Background: an optimization exercise with open tools, aiming at small area. Do not read the settings as production practice. In this exercise RTL edits were held to simulation tests only and were not proved equivalent to the original. No activity file was given, so power comes from the tool's default toggle rates.

// ho_unc
module ho_unc (
    input  wire        clk,
    input  wire        rst,         
    input  wire        start,
    input  wire [31:0] in_u0,       
    input  wire [31:0] in_tau,      
    input  wire [15:0] in_f0,       
    input  wire [15:0] in_aging,    
    input  wire [15:0] in_k,        
    input  wire [16:0] in_dtemp,    
    output wire        busy,
    output wire        done,
    output wire [31:0] unc          
);
Size in the first run: about 630 cells after synthesis, roughly 190 flip-flops.
==> flow/config.mk <==
export PLATFORM = sky130hd
export DESIGN_NAME = ho_unc
export DESIGN_NICKNAME = ho_unc
export VERILOG_FILES = /design/flow/design.v
export SDC_FILE = /design/flow/constraint.sdc
export NUM_CORES = 4
export LEC_CHECK = 0
export ABC_AREA = 1
export CAP_MARGIN = 20
export CORE_MARGIN = 2
export CORE_UTILIZATION = 50
export SLEW_MARGIN = 20
==> flow/constraint.sdc <==
create_clock -name core_clock -period 20.0 [get_ports {clk}]
set_input_delay 4.0000 -clock core_clock [delete_from_list [all_inputs] [get_ports {clk}]]
set_output_delay 4.0000 -clock core_clock [all_outputs]
set_load 0.01 [all_outputs]
standard.sh (not shown) runs the stock make flow with config.mk's settings and CLKGATE_MAP_FILE= SYNTH_SCRIPT=/design/flow/synth_recipe.tcl, a recipe that flattens the netlist after the stock synthesis.
==> flow/flow/run.sh <==
#!/bin/bash
# The standard ORFS layout (standard.sh), with three choices changed:
#  - synthesis: the standard flow's own synthesis script, except that ABC's technology
#    mapping runs flow/area.abc (a stronger area-recovery script) instead of
#    ORFS's abc_area.script; registers are mapped as before (dfflibmap runs
#    ahead of ABC and ABC sees only the combinational logic)
#  - every port still gets a buffer, but the smallest one (buf_1)
#  - the clock tree is built from clkbuf_8 in small clusters, without
#    dummy loads
# make's full output goes to make_finish.log; ORFS keeps each step's log
# under orfs/logs.
set -euo pipefail
here=$(pwd)
{
  head -n 1 synth_recipe.tcl
  cat <<TCL
proc abc {args} {
  set i [lsearch -exact \$args -script]
  if {\$i >= 0 && [string match *abc_area.script [lindex \$args [expr {\$i + 1}]]]} {
    lset args [expr {\$i + 1}] $here/flow/area.abc
  }
  yosys abc {*}\$args
}
TCL
  tail -n +2 synth_recipe.tcl
} > own_synth.tcl
sed "s#SYNTH_SCRIPT=[^ ]*synth_recipe.tcl#SYNTH_SCRIPT=$here/own_synth.tcl#" standard.sh > own_standard.sh
grep -q own_synth.tcl own_standard.sh
export BUFFER_PORTS_ARGS="-buffer_cell sky130_fd_sc_hd__buf_1"
export CTS_ARGS="-sink_clustering_enable -sink_clustering_size 16 -sink_clustering_max_diameter 45 -dont_use_dummy_load -buf_list sky130_fd_sc_hd__clkbuf_8 -root_buf sky130_fd_sc_hd__clkbuf_8"
bash own_standard.sh > make_finish.log 2>&1
==> flow/flow/area.abc <==
strash
&get -n
&deepsyn -T 40
&put
dch -f
map -a
mfs2
strash
dch -f
map -a
topo
stime -c
dnsize -c
Next try:
==> flow/flow/run.sh (replaced) <==
#!/bin/bash
# The standard ORFS layout (standard.sh), with two choices changed:
#  - every port still gets a buffer, but the smallest one (buf_1)
#  - the clock tree is built from small clock buffers in small clusters,
#    without dummy loads
# make's full output goes to make_finish.log; ORFS keeps each step's log
# under orfs/logs.
set -euo pipefail
export BUFFER_PORTS_ARGS="-buffer_cell sky130_fd_sc_hd__buf_1"
export CTS_ARGS="-sink_clustering_enable -sink_clustering_size 22 -sink_clustering_max_diameter 55 -dont_use_dummy_load -buf_list sky130_fd_sc_hd__clkbuf_8 -root_buf sky130_fd_sc_hd__clkbuf_8"
bash standard.sh > make_finish.log 2>&1
removed: flow/flow/area.abc
The changed run finished clean.
Clock power barely changes.
Wire length goes up by 11%.
Worst setup slack improved by 0.69 ns.
Sequential cell count is unchanged.
Next try:
==> flow/flow/run.sh (replaced) <==
#!/bin/bash
# The standard ORFS layout (standard.sh), with three choices changed:
#  - synthesis: the standard flow's own synthesis script, except that ABC's technology
#    mapping runs flow/area.abc (a stronger area-recovery script) instead of
#    ORFS's abc_area.script; registers are mapped as before (dfflibmap runs
#    ahead of ABC and ABC sees only the combinational logic)
#  - every port still gets a buffer, but the smallest one (buf_1)
#  - the clock tree is built from clkbuf_8 in small clusters, without
#    dummy loads
# make's full output goes to make_finish.log; ORFS keeps each step's log
# under orfs/logs.
set -euo pipefail
here=$(pwd)
{
  head -n 1 synth_recipe.tcl
  cat <<TCL
proc abc {args} {
  set i [lsearch -exact \$args -script]
  if {\$i >= 0 && [string match *abc_area.script [lindex \$args [expr {\$i + 1}]]]} {
    lset args [expr {\$i + 1}] $here/flow/area.abc
  }
  yosys abc {*}\$args
}
TCL
  tail -n +2 synth_recipe.tcl
} > own_synth.tcl
sed "s#SYNTH_SCRIPT=[^ ]*synth_recipe.tcl#SYNTH_SCRIPT=$here/own_synth.tcl#" standard.sh > own_standard.sh
grep -q own_synth.tcl own_standard.sh
export BUFFER_PORTS_ARGS="-buffer_cell sky130_fd_sc_hd__buf_1"
export CTS_ARGS="-sink_clustering_enable -sink_clustering_size 16 -sink_clustering_max_diameter 45 -dont_use_dummy_load -buf_list sky130_fd_sc_hd__clkbuf_8 -root_buf sky130_fd_sc_hd__clkbuf_8"
bash own_standard.sh > make_finish.log 2>&1
==> flow/flow/area.abc (new file) <==
strash
&get -n
&deepsyn -T 30
&put
dch -f
amap -m
mfs2
strash
dch -f
amap -m
topo
stime -c
dnsize -c
Result: First-iteration DRC count drops by 6.9%. Final area fell by 3.6%. Worst setup slack gets worse by 0.12 ns.

---

== exp/umber ==
The RTL this note starts from:
==> flow/design.v <==
module ho_unc (
    input  wire        clk,
    input  wire        rst,         
    input  wire        start,
    input  wire [31:0] in_u0,       
    input  wire [31:0] in_tau,      
    input  wire [15:0] in_f0,       
    input  wire [15:0] in_aging,    
    input  wire [15:0] in_k,        
    input  wire [16:0] in_dtemp,    
    output wire        busy,
    output wire        done,
    output wire [31:0] unc          
);
    localparam [39:0] DEN = 40'd720_000_000_000;
    localparam [39:0] DC1 = 40'h585ca7e000;    
    localparam [39:0] DC2 = 40'hb0b94fc000;    
    localparam [2:0] P_IDLE = 3'd0, P_Y = 3'd1, P_X = 3'd2, P_XH = 3'd3,
                     P_AH = 3'd4, P_A = 3'd5, P_FIN = 3'd6, P_SAT = 3'd7;
    reg [2:0] ph;
    reg [5:0] c;       
    reg [5:0] idx;     
    wire idle = (ph == P_IDLE);
    wire isY  = (ph == P_Y);
    wire isX  = (ph == P_X);
    wire isXH = (ph == P_XH);
    wire isAH = (ph == P_AH);
    wire isA  = (ph == P_A);
    wire isF  = (ph == P_FIN);
    wire isS  = (ph == P_SAT);
    wire c0   = (c == 6'd0);
    wire last = (c == 6'd39);
    wire imatch = (c == idx);
    wire firstY = isY  && (idx == 6'd15);
    wire firstX = isX  && (idx == 6'd16);
    wire firstA = isAH && (idx == 6'd9);
    reg [39:0] ra;     
    reg [39:0] rb;     
    reg [39:0] rc;     
    reg [39:0] rd;     
    reg [39:0] re;     
    reg mbit, mnext;
    wire mtap = isX ? rd[20] : ((isXH | (isAH & (idx != 6'd0))) ? rd[0] : rc[0]);
    wire tau_s = rb[39] & ~c[5];               
    wire dt_s  = rd[39] & (c < 6'd17);
    wire f0_s  = rc[19] & (c < 6'd16);
    wire y_s   = re[39];
    wire e_j   = (idx == 6'd2) | (idx == 6'd5) | (idx == 6'd6);           
    wire c_j   = (idx == 6'd6) | (idx == 6'd8) | (idx == 6'd11) |
                 (idx == 6'd12) | (idx == 6'd16);                         
    reg  [1:0] sreg;   
    reg  d1, cy1, cy2;
    wire acc_out = isX ? rc[39] : re[39];
    wire dbl = (c0 | firstY | firstX | firstA) ? 1'b0 : d1;
    wire a1  = mbit & ~firstX & (isY ? dt_s : tau_s);
    wire dcb = (sreg == 2'd1) ? DC1[c] : ((sreg == 2'd2) ? DC2[c] : 1'b0);
    wire a2  = isY ? (e_j & f0_s) : (isX ? (c_j & y_s) : dcb);
    wire ci1 = ~c0 & cy1;
    wire ci2 = ~c0 & cy2;
    wire s1  = dbl ^ a1 ^ ci1;
    wire co1 = (dbl & a1) | (dbl & ci1) | (a1 & ci1);
    wire sm  = s1 ^ a2 ^ ci2;
    wire co2 = (s1 & a2) | (s1 & ci2) | (a2 & ci2);
    wire [2:0] rt = {sm, re[0], re[1]};
    wire [1:0] s_sel = (rt >= 3'd6) ? 2'd2 : ((rt >= 3'd3) ? 2'd1 : 2'd0);
    reg  nz, gt;
    wire nz_f = nz | sm;
    wire gt_f = gt & sm;
    wire [1:0] g_f = {gt_f, nz_f & ~gt_f};
    reg  d2, cyh;
    wire hact = (isX | isXH) & (c < 6'd10);
    wire ha = firstX ? 1'b0 : (c0 ? d1  : d2);
    wire hb = firstX ? 1'b0 : (c0 ? cy1 : 1'b0);
    wire hc = firstX ? 1'b0 : (c0 ? cy2 : cyh);
    wire hs  = ha ^ hb ^ hc;
    wire hco = (ha & hb) | (ha & hc) | (hb & hc);
    reg  cyu, pend, sticky;
    wire uact = (isA | isF) & ~c[5];           
    wire hit  = imatch & (isA | isF);
    wire inj  = (hit & sreg[0]) | pend;
    wire cui  = ~c0 & cyu;
    wire us   = ra[39] ^ inj ^ cui;
    wire uco  = (ra[39] & inj) | (ra[39] & cui) | (inj & cui);
    wire ra_in = uact ? us : ((isS & sticky & ~c[5]) ? 1'b1 : ra[39]);
    wire rc_in = isX ? sm : rc[39];
    wire rd_in = hact ? hs : rd[39];
    wire re_in = (isY | isAH | isA) ? sm : re[39];
    wire [39:0] ra_sh = {ra[38:0], ra_in};
    wire [39:0] rb_sh = {rb[38:0], rb[39]};
    wire [39:0] rc_sh = {rc[38:0], rc_in};
    wire [39:0] rd_sh = {rd[38:0], rd_in};
    reg ld, sh;
    wire [39:0] ra_ld, rb_ld, rc_ld, rd_ld;
    wire [39:0] ra_m, rb_m, rc_m, rd_m;    
    genvar q;
    generate
        for (q = 0; q < 40; q = q + 1) begin : g_ld
            assign ra_m[39-q] = (q < 32);
            assign rb_m[39-q] = (q < 32);
            assign rc_m[39-q] = (q < 16) || (q >= 20 && q < 36);
            assign rd_m[39-q] = (q < 17) || (q >= 20 && q < 36);
            if (q < 32) begin : g_ab
                assign ra_ld[39-q] = in_u0[q];
                assign rb_ld[39-q] = in_tau[q];
            end else begin : g_abz
                assign ra_ld[39-q] = 1'b0;
                assign rb_ld[39-q] = 1'b0;
            end
            if (q < 16) begin : g_k
                assign rc_ld[39-q] = in_k[q];
            end else if (q >= 20 && q < 36) begin : g_f
                assign rc_ld[39-q] = in_f0[q-20];
            end else begin : g_cz
                assign rc_ld[39-q] = 1'b0;
            end
            if (q < 17) begin : g_dt
                assign rd_ld[39-q] = in_dtemp[q];
            end else if (q >= 20 && q < 36) begin : g_ag
                assign rd_ld[39-q] = in_aging[q-20];
            end else begin : g_dz
                assign rd_ld[39-q] = 1'b0;
            end
        end
    endgenerate
    always @(posedge clk) begin
        ra <= (ra_ld & {40{ld}} & ra_m) | (ra_sh & ({40{sh}} | ~ra_m));
        rb <= (rb_ld & {40{ld}} & rb_m) | (rb_sh & ({40{sh}} | ~rb_m));
        rc <= (rc_ld & {40{ld}} & rc_m) | (rc_sh & ({40{sh}} | ~rc_m));
        rd <= (rd_ld & {40{ld}} & rd_m) | (rd_sh & ({40{sh}} | ~rd_m));
        re <= {re[38:0], re_in};
    end
    always @(posedge clk) begin
        d1   <= acc_out;
        cy1  <= co1;
        cy2  <= co2;
        d2   <= rd[39];
        cyh  <= hco;
        cyu  <= uco;
        pend <= hit & sreg[1] & (idx < 6'd31);
        if (isA) begin
            nz <= (~c0 & nz) | sm;
            gt <= (sm ^ DEN[c]) ? sm : (~c0 & gt);
        end
        if (last) begin
            if (isXH)
                sreg <= 2'd0;
            else if (isA & (idx == 6'd0))
                sreg <= g_f;
            else
                sreg <= s_sel;
        end
        if (idle) begin
            mbit   <= in_k[15];
            sticky <= 1'b0;
        end else begin
            if (last)
                mbit <= imatch ? mtap : mnext;
            else if (imatch)
                mnext <= mtap;
            if ((isAH | isA) & c0)
                sticky <= sticky | ((isAH | (idx >= 6'd32)) & (sreg != 2'd0)) |
                          ((idx == 6'd31) & sreg[1]);
            else if (uact & (c == 6'd31))
                sticky <= sticky | uco;
        end
    end
    always @(posedge clk) begin
        if (rst) begin
            ph <= P_IDLE;
            c  <= 6'd0;
            ld <= 1'b1;
            sh <= 1'b0;
        end else if (idle) begin
            c  <= 6'd0;
            ld <= ~start;
            sh <= start;
            if (start) begin
                ph  <= P_Y;
                idx <= 6'd15;
            end
        end else begin
            c  <= last ? 6'd0 : c + 6'd1;
            ld <= last & isS;
            sh <= ~(last & isS);
            if (last) begin
                case (ph)
                    P_Y:   if (idx == 6'd0) begin ph <= P_X; idx <= 6'd16; end
                           else idx <= idx - 6'd1;
                    P_X:   if (idx == 6'd0) begin ph <= P_XH; idx <= 6'd10; end
                           else idx <= idx - 6'd1;
                    P_XH:  begin ph <= P_AH; idx <= 6'd9; end
                    P_AH:  if (idx == 6'd0) begin ph <= P_A; idx <= 6'd39; end
                           else idx <= idx - 6'd1;
                    P_A:   if (idx == 6'd0) ph <= P_FIN;
                           else idx <= idx - 6'd1;
                    P_FIN: ph <= P_SAT;
                    default: ph <= P_IDLE;
                endcase
            end
        end
    end
    assign busy = ~idle;
    assign done = isS & last;
    genvar g;
    generate
        for (g = 0; g < 32; g = g + 1) begin : g_unc
            assign unc[g] = ra[38-g];
        end
    endgenerate
endmodule
clock: 20.0 ns
lec_check: 0
cap_margin: 20
core_margin: 2
core_utilization: 65
slew_margin: 20
==> flow/flow/run.sh <==
#!/bin/bash
set -euo pipefail
export BUFFER_PORTS_ARGS="-buffer_cell sky130_fd_sc_hd__buf_1"
export CTS_ARGS="-sink_clustering_enable -sink_clustering_size 16 -sink_clustering_max_diameter 45 -dont_use_dummy_load -buf_list sky130_fd_sc_hd__clkbuf_8 -root_buf sky130_fd_sc_hd__clkbuf_8"
bash standard.sh > make_finish.log 2>&1
exp/umber ended with every stage complete and zero timing, DRC or antenna violations.
diff inputs: exp/umber => exp/violet
==> flow/flow/run.sh <==
#!/bin/bash
# The standard ORFS layout (standard.sh), with two choices changed:
#  - every port still gets a buffer, but the smallest one (buf_1)
#  - the clock tree is built from small clock buffers in clusters of at
#    most 10 flip-flops, without dummy loads
# make's full output goes to make_finish.log; ORFS keeps each step's log
# under orfs/logs.
set -euo pipefail
export BUFFER_PORTS_ARGS="-buffer_cell sky130_fd_sc_hd__buf_1"
export CTS_ARGS="-sink_clustering_enable -sink_clustering_size 10 -sink_clustering_max_diameter 35 -dont_use_dummy_load -buf_list sky130_fd_sc_hd__clkbuf_4 -root_buf sky130_fd_sc_hd__clkbuf_8"
bash standard.sh > make_finish.log 2>&1
--- outcome ---
- [exp/violet] portion of the layout cell area used by clock cells fell 0.42 points relative to exp/umber
- Hold slack down 0.011 ns in exp/violet wrt exp/umber
- On final setup slack of the worst path, the higher figure sits with exp/umber, not exp/violet.
- The final layout from exp/violet, which completed every stage, passed the timing, DRC and antenna checks at the end of the flow.
- exp/violet: switching part of the total power higher than exp/umber
- Higher utilization was reported by exp/umber, not exp/violet.
- Between exp/umber and exp/violet, proportion of power drawn by the clock network decreased.
- exp/violet ends up with higher actual slew at the worst max-slew pin than exp/umber does.
- Count of flip-flops and latches came out exactly the same in exp/violet and exp/umber.
- Cell area | exp/violet below exp/umber
Relative to exp/violet, the following input files were edited for exp/indigo:
==> flow/flow/run.sh <==
#!/bin/bash
set -euo pipefail
export BUFFER_PORTS_ARGS="-buffer_cell sky130_fd_sc_hd__buf_1"
export CTS_ARGS="-sink_clustering_enable -sink_clustering_size 10 -sink_clustering_max_diameter 35 -dont_use_dummy_load -buf_list sky130_fd_sc_hd__clkbuf_4 -root_buf sky130_fd_sc_hd__clkbuf_8"
bash standard.sh > make_finish.log 2>&1
==> comparison <==
Having completed the whole flow, exp/indigo delivered a layout that passed the timing, DRC and antenna checks. Re area growth from synthesis to layout: no difference whatsoever between exp/violet and exp/indigo. Summary of exp/indigo over exp/violet: final number of hold-violating endpoints level; non-clock buffer count saw little to no change; global-route usage held; post-synthesis instance area barely changed. exp/indigo -> exp/violet: maximum frequency delta 0, exact match. Diff exp/indigo..exp/violet | maximum count of clock buffers along a single path | unchanged. Post-synthesis area per instance: exp/violet vs exp/indigo identical. Comparing exp/indigo with exp/violet, the sequential share of layout area came out essentially unchanged. For clock-net power, exp/violet and exp/indigo come out practically identical. ~same number of buffers inserted by port buffering in exp/violet and exp/indigo.

==> port drivers added, routing unchanged <==
The results above use ideal ports. As a check the final layouts listed here were re-extracted and re-timed, cells and wires unchanged. Step 1 assumes that a clkbuf_16 drives the clock port and a buf_2 every other input. Step 2 adds t to the input delays and takes it off the output delays; t is the mean of the earliest and latest rising clock arrival at the registers after step 1. Input paths then give back, and output paths get back, about the clock's delay inside the block. a / b / c = ideal ports / drivers / drivers and shift; a / b = the first two.
run	t, ns	setup WS [ns]	pins driven straight from the clock port
the first run of note 1	0.468	13.254 / 13.217 / 13.684	1
the second run of note 1	0.474	13.943 / 13.905 / 14.379	1
the third run of note 1	0.484	13.826 / 13.787 / 14.270	1
exp/umber	0.510	13.488 / 13.453 / 13.963	1
exp/violet	0.533	13.438 / 13.404 / 13.937	1
exp/indigo	0.533	13.438 / 13.404 / 13.937	1
After both steps every run listed still meets setup and hold.
